This is an optimization exercise on Yosys and OpenROAD, whose aim is small area, a short achievable clock period and few clock cycles, not a production implementation. In this exercise RTL edits were held to simulation tests only and were not proved equivalent to the original. Power figures rest on the tool's default switching activity, not on a simulated workload.

==> flow/design.v <==
module fir_channel (
    input  wire        clk,
    input  wire        rst,
    input  wire        in_valid,
    input  wire [23:0] in_data,
    output wire        in_ready,
    input  wire        cfg_we,
    input  wire [5:0]  cfg_addr,
    input  wire [31:0] cfg_wdata,
    output wire        idle,
    output reg         out_valid,
    output reg  [23:0] out_y,
    output reg         out_invalid,
    output reg         out_sat,
    output reg  [1:0]  thr_on,
    output reg  [1:0]  thr_chg,
    output reg  [1:0]  thr_pip,
    output reg  [15:0] sat_cnt
);
    localparam NTAP = 32;
    localparam [2:0] S_IDLE  = 3'd0,
                     S_SHIFT = 3'd1,
                     S_MAC   = 3'd2,
                     S_ACC   = 3'd3,
                     S_ROUND = 3'd4,
                     S_OUT   = 3'd5;
    reg [1:0]  stages;
    reg [5:0]  taps  [0:2];
    reg [6:0]  dec   [0:2];
    reg [5:0]  shift [0:2];
    reg [23:0] thr_level   [0:1];
    reg [23:0] thr_hyst    [0:1];
    reg [15:0] thr_persist [0:1];
    reg        thr_dir     [0:1];
    reg [1:0]  thr_edge    [0:1];
    reg        thr_en      [0:1];
    reg [23:0] coef [0:NTAP-1];
    reg [23:0] dl [0:NTAP-1];      
    reg [5:0]  vrun  [0:2];        
    reg [6:0]  phase [0:2];        
    reg [15:0] thr_cnt [0:1];
    reg [2:0]  state;
    reg [1:0]  stg;                
    reg [23:0] x_cur;              
    reg        inv_cur;
    reg        sat_cur;
    reg [5:0]  k;                  
    reg signed [47:0] prod;
    reg        prod_v;
    reg signed [53:0] acc;
    reg        res_inv;
    assign in_ready = (state == S_IDLE);
    assign idle     = (state == S_IDLE);
    wire accept = in_valid && in_ready;
    wire [6:0] base1 = {1'b0, taps[0]};
    wire [6:0] base2 = {1'b0, taps[0]} + {1'b0, taps[1]};
    wire [6:0] base  = (stg == 2'd0) ? 7'd0 : (stg == 2'd1) ? base1 : base2;
    wire [5:0] tcur  = taps[stg];
    wire [6:0] bend  = base + {1'b0, tcur};
    wire [6:0] idx   = base + {1'b0, k};
    wire [5:0] vrun_nxt  = inv_cur ? 6'd0 :
                           (vrun[stg] == 6'd63) ? 6'd63 : vrun[stg] + 6'd1;
    wire [6:0] phase_inc = phase[stg] + 7'd1;
    wire       emit      = (phase_inc == dec[stg]);
    localparam signed [53:0] MAX48 = 54'sd140737488355327;     
    localparam signed [53:0] MIN48 = -54'sd140737488355328;    
    wire sat48_hi = (acc > MAX48);
    wire sat48_lo = (acc < MIN48);
    wire signed [47:0] acc48 = sat48_hi ? MAX48[47:0] :
                               sat48_lo ? MIN48[47:0] : acc[47:0];
    wire [5:0] sh = shift[stg];
    wire signed [48:0] half  = (sh == 6'd0) ? 49'sd0 : (49'sd1 <<< (sh - 6'd1));
    wire signed [48:0] bias  = (sh == 6'd0) ? 49'sd0 :
                               acc48[47] ? (half - 49'sd1) : half;
    wire signed [48:0] summ  = {acc48[47], acc48} + bias;
    wire signed [48:0] q     = summ >>> sh;
    wire sat24_hi = (q > 49'sd8388607);
    wire sat24_lo = (q < -49'sd8388608);
    wire [23:0] r24 = sat24_hi ? 24'h7fffff :
                      sat24_lo ? 24'h800000 : q[23:0];
    wire r_sat = sat48_hi | sat48_lo | sat24_hi | sat24_lo;
    reg [1:0]  t_on_n, t_chg_n, t_pip_n;
    reg [15:0] t_cnt_n [0:1];
    reg signed [25:0] ys, lv, lo_lim, hi_lim;
    reg        t_test;
    reg [16:0] cnt_inc;
    integer    t;
    always @* begin
        ys = {{2{x_cur[23]}}, x_cur};
        for (t = 0; t < 2; t = t + 1) begin
            lv     = {{2{thr_level[t][23]}}, thr_level[t]};
            lo_lim = lv - {2'b00, thr_hyst[t]};
            hi_lim = lv + {2'b00, thr_hyst[t]};
            if (!thr_on[t])
                t_test = thr_dir[t] ? (ys <= lv) : (ys >= lv);
            else
                t_test = thr_dir[t] ? (ys > hi_lim) : (ys < lo_lim);
            cnt_inc    = {1'b0, thr_cnt[t]} + 17'd1;
            t_on_n[t]  = thr_on[t];
            t_chg_n[t] = 1'b0;
            t_cnt_n[t] = thr_cnt[t];
            if (thr_en[t] && !inv_cur) begin
                if (t_test) begin
                    if (cnt_inc == {1'b0, thr_persist[t]}) begin
                        t_on_n[t]  = ~thr_on[t];
                        t_chg_n[t] = 1'b1;
                        t_cnt_n[t] = 16'd0;
                    end else begin
                        t_cnt_n[t] = cnt_inc[15:0];
                    end
                end else begin
                    t_cnt_n[t] = 16'd0;
                end
            end
            case (thr_edge[t])
                2'd0:    t_pip_n[t] = t_chg_n[t] &  t_on_n[t];
                2'd1:    t_pip_n[t] = t_chg_n[t] & ~t_on_n[t];
                default: t_pip_n[t] = t_chg_n[t];
            endcase
        end
    end
    wire wr_cfg   = cfg_we && (cfg_addr == 6'h00);
    wire wr_ctrl  = cfg_we && (cfg_addr == 6'h01);
    wire wr_stage = cfg_we && (cfg_addr == 6'h02 || cfg_addr == 6'h03 ||
                               cfg_addr == 6'h04);
    wire sync     = wr_cfg || wr_stage || (wr_ctrl && cfg_wdata[0]);
    integer s;
    always @(posedge clk) begin
        if (rst) begin
            stages <= 2'd1;
            for (s = 0; s < 3; s = s + 1) begin
                taps[s]  <= 6'd1;
                dec[s]   <= 7'd1;
                shift[s] <= 6'd0;
            end
            for (s = 0; s < 2; s = s + 1) begin
                thr_level[s]   <= 24'd0;
                thr_hyst[s]    <= 24'd0;
                thr_persist[s] <= 16'd1;
                thr_dir[s]     <= 1'b0;
                thr_edge[s]    <= 2'd0;
                thr_en[s]      <= 1'b0;
            end
        end else if (cfg_we) begin
            case (cfg_addr)
                6'h00: stages <= (cfg_wdata[17:16] == 2'd0) ? 2'd1 : cfg_wdata[17:16];
                6'h02, 6'h03, 6'h04: begin
                    taps[cfg_addr[1:0] - 2'd2]  <= cfg_wdata[5:0];
                    dec[cfg_addr[1:0] - 2'd2]   <= cfg_wdata[22:16];
                    shift[cfg_addr[1:0] - 2'd2] <= cfg_wdata[29:24];
                end
                6'h08, 6'h0C: thr_level[cfg_addr[2]] <= cfg_wdata[23:0];
                6'h09, 6'h0D: thr_hyst[cfg_addr[2]]  <= cfg_wdata[23:0];
                6'h0A, 6'h0E: begin
                    thr_persist[cfg_addr[2]] <= (cfg_wdata[15:0] == 16'd0) ? 16'd1
                                                                          : cfg_wdata[15:0];
                    thr_dir[cfg_addr[2]]     <= cfg_wdata[16];
                    thr_edge[cfg_addr[2]]    <= cfg_wdata[18:17];
                    thr_en[cfg_addr[2]]      <= cfg_wdata[19];
                end
                default: ;
            endcase
        end
    end
    always @(posedge clk) begin
        if (cfg_we && cfg_addr[5])
            coef[cfg_addr[4:0]] <= cfg_wdata[23:0];
    end
    integer j;
    always @(posedge clk) begin
        if (rst || sync) begin
            for (j = 0; j < NTAP; j = j + 1)
                dl[j] <= 24'd0;
            for (s = 0; s < 3; s = s + 1) begin
                vrun[s]  <= 6'd0;
                phase[s] <= 7'd0;
            end
            for (s = 0; s < 2; s = s + 1)
                thr_cnt[s] <= 16'd0;
            thr_on <= 2'b00;
        end else if (state == S_SHIFT) begin
            for (j = 0; j < NTAP; j = j + 1) begin
                if (j == base)
                    dl[j] <= x_cur;
                else if (j > base && j < bend)
                    dl[j] <= dl[j-1];
            end
            vrun[stg]  <= vrun_nxt;
            phase[stg] <= emit ? 7'd0 : phase_inc;
        end else if (state == S_OUT) begin
            thr_on     <= t_on_n;
            thr_cnt[0] <= t_cnt_n[0];
            thr_cnt[1] <= t_cnt_n[1];
        end
    end
    always @(posedge clk) begin
        if (rst) begin
            state     <= S_IDLE;
            stg       <= 2'd0;
            x_cur     <= 24'd0;
            inv_cur   <= 1'b0;
            sat_cur   <= 1'b0;
            k         <= 6'd0;
            prod      <= 48'sd0;
            prod_v    <= 1'b0;
            acc       <= 54'sd0;
            res_inv   <= 1'b0;
            out_valid <= 1'b0;
            out_y     <= 24'd0;
            out_invalid <= 1'b1;
            out_sat   <= 1'b0;
            thr_chg   <= 2'b00;
            thr_pip   <= 2'b00;
            sat_cnt   <= 16'd0;
        end else begin
            out_valid <= 1'b0;
            case (state)
                S_IDLE: begin
                    if (accept) begin
                        x_cur   <= in_data;
                        inv_cur <= 1'b0;
                        stg     <= 2'd0;
                        state   <= S_SHIFT;
                    end
                end
                S_SHIFT: begin
                    if (emit) begin
                        k       <= 6'd0;
                        acc     <= 54'sd0;
                        prod_v  <= 1'b0;
                        res_inv <= (vrun_nxt < tcur);
                        state   <= S_MAC;
                    end else begin
                        state   <= S_IDLE;
                    end
                end
                S_MAC: begin
                    prod   <= $signed(coef[idx[4:0]]) * $signed(dl[idx[4:0]]);
                    prod_v <= 1'b1;
                    if (prod_v)
                        acc <= acc + {{6{prod[47]}}, prod};
                    k <= k + 6'd1;
                    if (k == tcur - 6'd1)
                        state <= S_ACC;
                end
                S_ACC: begin
                    acc   <= acc + {{6{prod[47]}}, prod};
                    state <= S_ROUND;
                end
                S_ROUND: begin
                    x_cur   <= r24;
                    inv_cur <= res_inv;
                    sat_cur <= r_sat;
                    if (r_sat && sat_cnt != 16'hffff)
                        sat_cnt <= sat_cnt + 16'd1;
                    if ({1'b0, stg} + 3'd1 == {1'b0, stages}) begin
                        state <= S_OUT;
                    end else begin
                        stg   <= stg + 2'd1;
                        state <= S_SHIFT;
                    end
                end
                S_OUT: begin
                    out_valid   <= 1'b1;
                    out_y       <= x_cur;
                    out_invalid <= inv_cur;
                    out_sat     <= sat_cur;
                    thr_chg     <= t_chg_n;
                    thr_pip     <= t_pip_n;
                    state       <= S_IDLE;
                end
                default: state <= S_IDLE;
            endcase
        end
    end
endmodule
==> flow/run.sh <==
#!/bin/bash
# synth_recipe.tcl (not shown) runs the flow's synth.tcl, then flattens the netlist and writes it again
# the make line also repeats each setting of config.mk as NAME=value (left out here)
make -C /OpenROAD-flow-scripts/flow DESIGN_CONFIG=/design/flow/config.mk WORK_HOME=/design/flow/orfs CLKGATE_MAP_FILE= SYNTH_SCRIPT=/design/flow/synth_recipe.tcl finish
==> flow/config.mk <==
export PLATFORM = sky130hd
export DESIGN_NAME = fir_channel
export DESIGN_NICKNAME = fir_channel
export VERILOG_FILES = /design/flow/design.v
export SDC_FILE = /design/flow/constraint.sdc
export NUM_CORES = 4
export LEC_CHECK = 0
export CAP_MARGIN = 20
export CORE_MARGIN = 2
export CORE_UTILIZATION = 30
export PLACE_DENSITY = 0.5
export SLEW_MARGIN = 20
==> flow/constraint.sdc <==
create_clock -name core_clock -period 13.0 [get_ports {clk}]
set_input_delay 2.6000 -clock core_clock [delete_from_list [all_inputs] [get_ports {clk}]]
set_output_delay 2.6000 -clock core_clock [all_outputs]
set_load 0.01 [all_outputs]
==> results.sh <==
export IMPL_status="complete, no violations"
export IMPL_viasPerCell=5.501
export IMPL_holdWs_ps=422.7
export IMPL_multi_input_area_um2=73300
export IMPL_utilization_pct=34.41
export IMPL_num_fill_cells=43210
export IMPL_ys_ff_latch=2026
export IMPL_yosysTopAreaCellShare_pct=23.93
export IMPL_drtIter0Drc=10780
export IMPL_grt_pass1_vias=98880
export IMPL_gp_congestion=0.9571
export IMPL_timing_final_max_slew_violations=0
export IMPL_finalWorstSetupSlack_ps=504.9
export IMPL_clkTransAtPathRegs_ps=70
export IMPL_start_util_pct=30.10
export IMPL_p_per_area_nw_per_um2=105.5
export IMPL_crit_top_cell="fa_1"
export IMPL_syn_area_um2=129500
export IMPL_dpl_hpwl_mm=337.1
export IMPL_synthCells=12690
export IMPL_min_delay_start="res_inv$_SDFFE_PP0P_"
export IMPL_async_reset_ff_share_pct=0
export IMPL_grt_max_degree=209
export IMPL_die_w_um=661.1
export IMPL_nets=13860
export IMPL_port_buffer_count=114
export IMPL_synth_top_cell_by_area="edfxtp_1"
export IMPL_clkSinkCount=2026
export IMPL_cts_tree="done"
export IMPL_numCtsBuffers=222
export IMPL_clkLatencyLatePin_ps=940
export IMPL_route_antenna_remaining_nets=0
export IMPL_crit_fanout=9
export IMPL_synth_enable_flop_cells=1032
export IMPL_slowest_stage="nor2_2"
export IMPL_htreeDepth=4
export IMPL_drcViolationCount=0
export IMPL_yosys_warnings=4
export IMPL_cap_violations=0
export IMPL_path_class="flop to flop"
export IMPL_avgSynthCellArea_um2=10.20
export IMPL_num_rows=241
export IMPL_firstDrtPassIters=9
export IMPL_mostFrequentLayoutCells="nor2_1 (1,210), edfxtp_1 (1,032), nand2_1 (1,009), dfxtp_1 (969), inv_1 (860)"
export IMPL_synth_ff_type="edfxtp_1"
export IMPL_cp_slowest_stage_delay_ps=710
export IMPL_finalSetupViolations=0
export IMPL_grt_setup_unrepaired="false"
export IMPL_final_common_cell="nor2_1"
export IMPL_ys_seq_area_share_pct=39.29
export IMPL_io_pins=117
export IMPL_ys_types=103
export IMPL_final_cell_area_um2=148000
export IMPL_p_leak_uw=0.05430
export IMPL_place_ws_ps=-86.47
export IMPL_critPathCaptureType="flop"
export IMPL_start_kind="flop"
export IMPL_crit_reg2reg_launch="taps[0][0]$_SDFFCE_PN1P_"
export IMPL_cp_arrival_ps=13330
export IMPL_period_needed_ps=12500
export IMPL_ys_top_cells_by_area="edfxtp_1 (24%), dfxtp_1 (15%), fa_1 (9.5%)"
export IMPL_regArea_um2=50920
export IMPL_max_slew_margin_rel_pct=13.57
export IMPL_p_total_uw=15620
export IMPL_period_share_pct=96.12
export IMPL_hp_class="flop to flop"
export IMPL_finClkSkew_ps=74.34
export IMPL_coreArea_um2=430300
export IMPL_routed_wl_mm=503.7
export IMPL_placed_area_um2=140000
export IMPL_fmax_mhz=80.03
export IMPL_ir_drop_uv=118.6
export IMPL_layout_drive_gt1_share_pct=11.78
export IMPL_tightest_slew_ps=1296
export IMPL_grt_pass1_wl_mm=719.4
export IMPL_dieArea_um2=437000
export IMPL_area_growth_pct=14.30
export IMPL_route_vias_total=102100
export IMPL_hold_buffers=0
export IMPL_crit_required_ps=13830
export IMPL_die_h_um=661.1
export IMPL_drt_wirelength_per_cell_um=27.13
export IMPL_startpoint="taps[0][0]$_SDFFCE_PN1P_"
export IMPL_antenna_found_initial=24
export IMPL_track_usage_pct=22.42
export IMPL_hold_viol_final=0
export IMPL_clockRootBuffer="clkbuf_16"
export IMPL_grt_overflow_total=0
export IMPL_clk_path_buf_depth=4
critical path: cells and delay by family (launching register included):
family	cells	cell delay, ps
AO/OA/AOI/OAI	13	2360
XOR/XNOR	4	610
flip-flops	1	430
buffers and inverters	8	1000
AND/OR/NAND/NOR	13	3210
adder cells (fa/ha/maj)	11	4740
cells by family after synthesis:
kind of cell             share of synthesized area, %
buffers and inverters                           5.212
flip-flops                                      39.29
AO/OA/AOI/OAI                                   15.06
AND/OR/NAND/NOR                                 12.52
adder cells (fa/ha/maj)                         14.51
other                                        0.002895
XOR/XNOR                                        2.177
multiplexers                                    11.24
area by class of cell:
cell class | count | area share, %
clock inverters | 112 | 0.7505
multi-input cells | 8899 | 49.51
flip-flops and latches | 2026 | 34.40
repair buffers | 650 | 4.173
inverters | 863 | 2.188
clock buffers | 297 | 4.136
diodes | 11 | 0.01859
well taps | 5710 | 4.826
state kept, by name (all words and copies together), names as in the netlist, 3 cells and up, named ones only:
name         flops
dl             768
thr_persist     32
vrun            24
shift           24
thr_cnt         32
x_cur           24
dec             28
phase           28
prod            48
acc             54
taps            24
thr_edge         4
state            3
thr_level       48
out_y           24
k                6
sat_cnt         16
thr_hyst        48
coef           768
layer usage:
metal | up-vias | wire length (um) | share of wire [%] | GRT usage, %
met1 | 51120 | 213700 | 42 | 29.88
met5 | - | 23 | 0.0046 | 0
li1 | 45790 | - | - | -
met4 | 4 | 25760 | 5.1 | 9.636
met3 | 1040 | 40950 | 8.1 | 4.581
met2 | 4195 | 223300 | 44 | 35.18
report_power, final:
part,switching [uW],leakage (uW),internal (uW),total (uW)
logic,1310,0.0332,733,2050
clock network,2780,0.00355,3680,6460
registers,196,0.0176,6920,7120
total,4290,0.0543,11300,15600
through the flow:
| step | TNS [ps] | instances |
|---|---|---|
| global route | 0 | 18560 |
| floorplan | 0 | 12710 |
| CTS | 0 | 18530 |
| global placement | -58.44 | 18100 |
| finish | 0 | 18570 |
| detailed placement | -86.47 | 18100 |
synthesized netlist by cell type (276+ instances only):
| master | instances |
|---|---|
| a21oi_1 | 508 |
| a211oi_1 | 784 |
| edfxtp_1 | 1032 |
| mux4_2 | 276 |
| nand2_1 | 1014 |
| dfxtp_1 | 994 |
| clkbuf_1 | 808 |
| and2_1 | 337 |
| inv_1 | 860 |
| ha_1 | 516 |
| nor2_1 | 1322 |
| mux2i_1 | 784 |
| fa_1 | 616 |
final timing paths:
path	end	slack, ps	cells past startpoint
worst max-delay path	prod[47]$_SDFFE_PP0P_	500	49
worst min-delay path	inv_cur$_SDFFE_PP0P_	420	2
worst max register to register	prod[47]$_SDFFE_PP0P_	500	49
worst min register to register	inv_cur$_SDFFE_PP0P_	420	2
repair_timing:
item | CTS | global route
pin swaps | 4 | 13
endpoints found under the setup margin | 3 | 7
gates resized for setup | 1 | 30
setup buffers | 12 | 25
Testbench counts, summed over its fixed seeds: cycles 55,135.

-- port drivers added, routing unchanged --
No port has a modelled driver above. Below, the same layout with a new extraction and two added sets of constraints. Step 1: set_driving_cell puts a clkbuf_16 on clk and a buf_2 on each other input, an assumption about the parent block. Step 2, shift: input delay + t, output delay - t, t = (earliest + latest rising clock arrival at the registers) / 2. This alone moves slack from input paths to output paths. a / b / c = no drivers / after step 1 / after step 2; a / b = the first two.
shift t [ns]: 1.004
setup slack, ns: 0.505 / 0.505 / 0.505
worst hold slack (ns): 0.423 / 0.423 / 0.423
After both steps this run still meets setup and hold. The setup slack of this run moves by 0.000 ns with the drivers and by 0.000 ns with both steps.
